This design comes from an exercise in tuning for small area, a short achievable clock period and few clock cycles on the open sky130 flow, not from production work.
Only simulation tests tie the RTL to the original design; equivalence was not proved.

## cedar
## slv_mvblk
module slv_mvblk (
    input  wire        clk,
    input  wire        rst,
    input  wire        in_valid,
    output wire        in_ready,
    input  wire [31:0] in_data,
    output reg         out_valid,
    input  wire        out_ready,
    output reg  [31:0] out_data,
    output reg         out_sat,
    output reg         out_last
);
    reg        ir;               
    reg  [8:0] widx;             
    reg  [3:0] dlt;              
    reg  [4:0] cd;               
    reg  [1:0] nrow;             
    assign in_ready = ir;
    wire take = in_valid && ir;
    wire [8:0] widx_inc = (widx == 9'd272) ? 9'd0 : widx + 9'd1;
    wire       is_a     = (widx >= 9'd17);
    wire       rowst    = is_a && (widx[3:0] == 4'd1);    
    wire       is_x0    = (widx == 9'd1);
    reg [31:0] d0;
    reg        fx0;              
    reg        t_hdr, t_x, t_a;
    reg        slow;             
    reg  [8:0] thi, ohi;         
    reg  [7:0] tlo;              
    reg  [5:0] kh;               
    reg  [6:0] shl;              
    reg        h_busy;
    reg  [5:0] hcnt;
    reg        acc_full;
  ...
Settings: LEC_CHECK=0, CAP_MARGIN=10, CORE_MARGIN=2, CORE_UTILIZATION=68, CTS_BUF_LIST=sky130_fd_sc_hd__clkbuf_8 sky130_fd_sc_hd__clkbuf_16, SLEW_MARGIN=10; clock period 18.0 ns.
standard.sh (not shown) runs the stock make flow with config.mk's settings and CLKGATE_MAP_FILE= SYNTH_SCRIPT=/design/flow/synth_recipe.tcl, a recipe that flattens the netlist after the stock synthesis.
==> flow/flow/run.sh <==
#!/bin/bash
# Standard layout (the standard.sh, unchanged synthesis), with changes only
# to how it is optimised:
#  - ports are buffered with buf_4 instead of the default delay-type buffer;
#  - repair_timing (after CTS and after global routing) aims for extra setup
#    margin and may change cell footprints, so the resizer also speeds up
#    paths that already meet the 18 ns clock.
# The clock period, the SDC and every other setting are the standard flow's.
set -euo pipefail
bash standard.sh "BUFFER_PORTS_ARGS=-buffer_cell sky130_fd_sc_hd__buf_4" \
    SETUP_SLACK_MARGIN=13.3 MATCH_CELL_FOOTPRINT=0 finish > standard_flow.log 2>&1
cedar did not stop at any stage, and its layout met the timing, design-rule and antenna checks.
Testbench counts of cedar, summed over its fixed seeds: cycles 52,498.
Changes in fjord relative to cedar:
-- flow/config.mk --
<<< cedar, line 8
export CAP_MARGIN = 10
>>> fjord, line 8
export CAP_MARGIN = 20
<<< cedar, line 10
export CORE_UTILIZATION = 68
export CTS_BUF_LIST = sky130_fd_sc_hd__clkbuf_8 sky130_fd_sc_hd__clkbuf_16
export SLEW_MARGIN = 10
>>> fjord, line 10
export CORE_UTILIZATION = 76
export SLEW_MARGIN = 20
--- outcome ---
[compare] base=cedar new=fjord: max-slew violation total from the final report essentially unchanged, wire length increased 3.8%, setup slack decreased 0.023 ns.
fjord: flow completed, timing, DRC and antenna clean
cedar ended with every stage complete and zero timing, DRC or antenna violations.
Diff cedar -> fjord | final area | decrease of 1.0%
Going from cedar to fjord, the data required time of the critical path was found to have gone up by 4.18 ns.
Comparing fjord and cedar, the higher delay of the slowest cell on the worst path is on fjord.
Edits applied to the flow inputs when going from fjord to garnet:
-- flow/flow/run.sh --
<<< fjord, line 11
    SETUP_SLACK_MARGIN=13.3 MATCH_CELL_FOOTPRINT=0 finish > standard_flow.log 2>&1
>>> garnet, line 11
    SETUP_SLACK_MARGIN=13.2 MATCH_CELL_FOOTPRINT=0 finish > standard_flow.log 2>&1
-- flow/config.mk --
<<< fjord, line 10
export CORE_UTILIZATION = 76
>>> garnet, line 10
export CORE_UTILIZATION = 60
==> comparison <==
[compare] base=fjord new=garnet: share of cells above drive strength 1 -0.35 points, time the final worst path needs with I/O delays and setup lost 0.0070 ns, final non-filler cell total went up 3.7%, number of rows in the core area now larger. Height of the chip (lower): fjord. fjord has a lower worst setup slack than garnet.
What lagoon does differently from garnet at the input level:
-- flow/flow/run.sh --
<<< garnet, line 11
    SETUP_SLACK_MARGIN=13.2 MATCH_CELL_FOOTPRINT=0 finish > standard_flow.log 2>&1
>>> lagoon, line 11
    SETUP_SLACK_MARGIN=13.3 MATCH_CELL_FOOTPRINT=0 finish > standard_flow.log 2>&1
-- flow/config.mk --
<<< garnet, line 10
export CORE_UTILIZATION = 60
>>> lagoon, line 10
export CORE_UTILIZATION = 68
==> comparison <==
garnet → lagoon: pre-CTS setup slack went up 0.017 ns, minimum hold slack lost 0.011 ns, area taken by multi-input logic gates was more or less identical.
| final worst slack | garnet vs lagoon | ≈ equal |

* * *

Another version of the RTL of slv_mvblk (not shown whole).
Size in the first run: roughly 1,000 flip-flops, ~72 I/O pins.
Settings: LEC_CHECK=0, CAP_MARGIN=20, CORE_MARGIN=2, CORE_UTILIZATION=60, SLEW_MARGIN=20; clock period 18.0 ns.
run.sh (not shown) runs the stock make flow with config.mk's settings and CLKGATE_MAP_FILE= SYNTH_SCRIPT=/design/flow/synth_recipe.tcl, a recipe that flattens the netlist after the stock synthesis.
Stock flow here: none of the scripts above is used.
Testbench counts at the start, summed over its fixed seeds: cycles 52,498.
Then changed:
==> flow/flow/run.sh (new file) <==
#!/bin/bash
# Standard layout, with two changes to how it is optimised:
#  - ports are buffered with buf_4 instead of the default delay-type buffer;
#  - repair_timing (after CTS and after global routing) aims for extra setup
#    margin, so the resizer also speeds up paths that already meet 18 ns.
# The clock period, the SDC and every other setting are the standard flow's.
set -euo pipefail
export BUFFER_PORTS_ARGS="-buffer_cell sky130_fd_sc_hd__buf_4"
export SETUP_SLACK_MARGIN=12.8
bash standard.sh > standard_flow.log 2>&1
==> flow/standard.sh (new file) <==
#!/bin/bash
# synth_recipe.tcl (not shown) runs the flow's synth.tcl, then flattens the netlist and writes it again
# the make line also repeats each setting of config.mk as NAME=value (left out here)
make -C /OpenROAD-flow-scripts/flow DESIGN_CONFIG=/design/flow/config.mk WORK_HOME=/design/flow/orfs CLKGATE_MAP_FILE= SYNTH_SCRIPT=/design/flow/synth_recipe.tcl "${@:-finish}"
removed: flow/run.sh
=>
- maximum frequency went up by 6.7%
- flip-flop and latch count does not change
- count of clock-buffer cells in the layout went up by 11
- synthesized cell count is unchanged
Then changed:
==> flow/flow/run.sh (replaced) <==
#!/bin/bash
# Standard layout (the standard.sh, unchanged synthesis), with changes only
# to how it is optimised:
#  - ports are buffered with buf_4 instead of the default delay-type buffer;
#  - repair_timing (after CTS and after global routing) aims for extra setup
#    margin and may change cell footprints, so the resizer also speeds up
#    paths that already meet the 18 ns clock.
# The clock period, the SDC and every other setting are the standard flow's.
set -euo pipefail
bash standard.sh "BUFFER_PORTS_ARGS=-buffer_cell sky130_fd_sc_hd__buf_4" \
    SETUP_SLACK_MARGIN=13.2 MATCH_CELL_FOOTPRINT=0 finish > standard_flow.log 2>&1
What happened: Clock-buffer cell count rose by 9. Routed wire length rose by 1.5%. Register-to-register slack is better by 0.47 ns. Die area is unchanged. Via count rose by about 0.57%. Fmax rose by 7.4%. Clock skew is about the same. Sequential share of layout area fell by 0.41 points. Hold slack is better by 0.0064 ns.

[re-timing with driven ports]
Ports are ideal in the flow. The routed layouts listed here were re-timed in OpenROAD. Step 1 (the two cells are an assumption about what drives the block):
set clk [get_ports {clk}]
set_driving_cell -lib_cell sky130_fd_sc_hd__clkbuf_16 $clk
set_driving_cell -lib_cell sky130_fd_sc_hd__buf_2 [delete_from_list [all_inputs] $clk]
Step 2 also shifts input and output timing later by t, the mid clock arrival at the registers, as if the neighbouring blocks saw the same clock. Slacks: ideal / step 1 / step 2; pairs: ideal / step 1.
| run | shift t [ns] | setup WS [ns] | worst register clock-pin slew, ns | worst slew at a driven data input, ns | cell pins on the clock port's net |
|---|---|---|---|---|---|
| cedar | 0.775 | 13.221 / 13.149 / 12.925 | 0.07 / 0.07 | 0.04 | 1 |
| fjord | 0.766 | 13.198 / 13.163 / 12.920 | 0.08 / 0.08 | 0.06 | 1 |
| garnet | 0.794 | 13.205 / 13.126 / 12.926 | 0.07 / 0.07 | 0.03 | 1 |
| lagoon | 0.786 | 13.205 / 13.131 / 12.927 | 0.07 / 0.07 | 0.04 | 1 |
| the first run of note 2 | 0.770 | 12.415 / 12.415 / 12.337 | 0.07 / 0.07 | 0.05 | 1 |
| the second run of note 2 | 0.786 | 12.767 / 12.767 / 12.681 | 0.08 / 0.08 | 0.04 | 1 |
| the third run of note 2 | 0.774 | 13.126 / 13.055 / 12.840 | 0.07 / 0.07 | 0.04 | 1 |
After both steps every run listed still meets setup and hold. For cedar, which loses most, drivers alone change the setup slack by -0.072 ns; drivers and shift together by -0.296 ns.
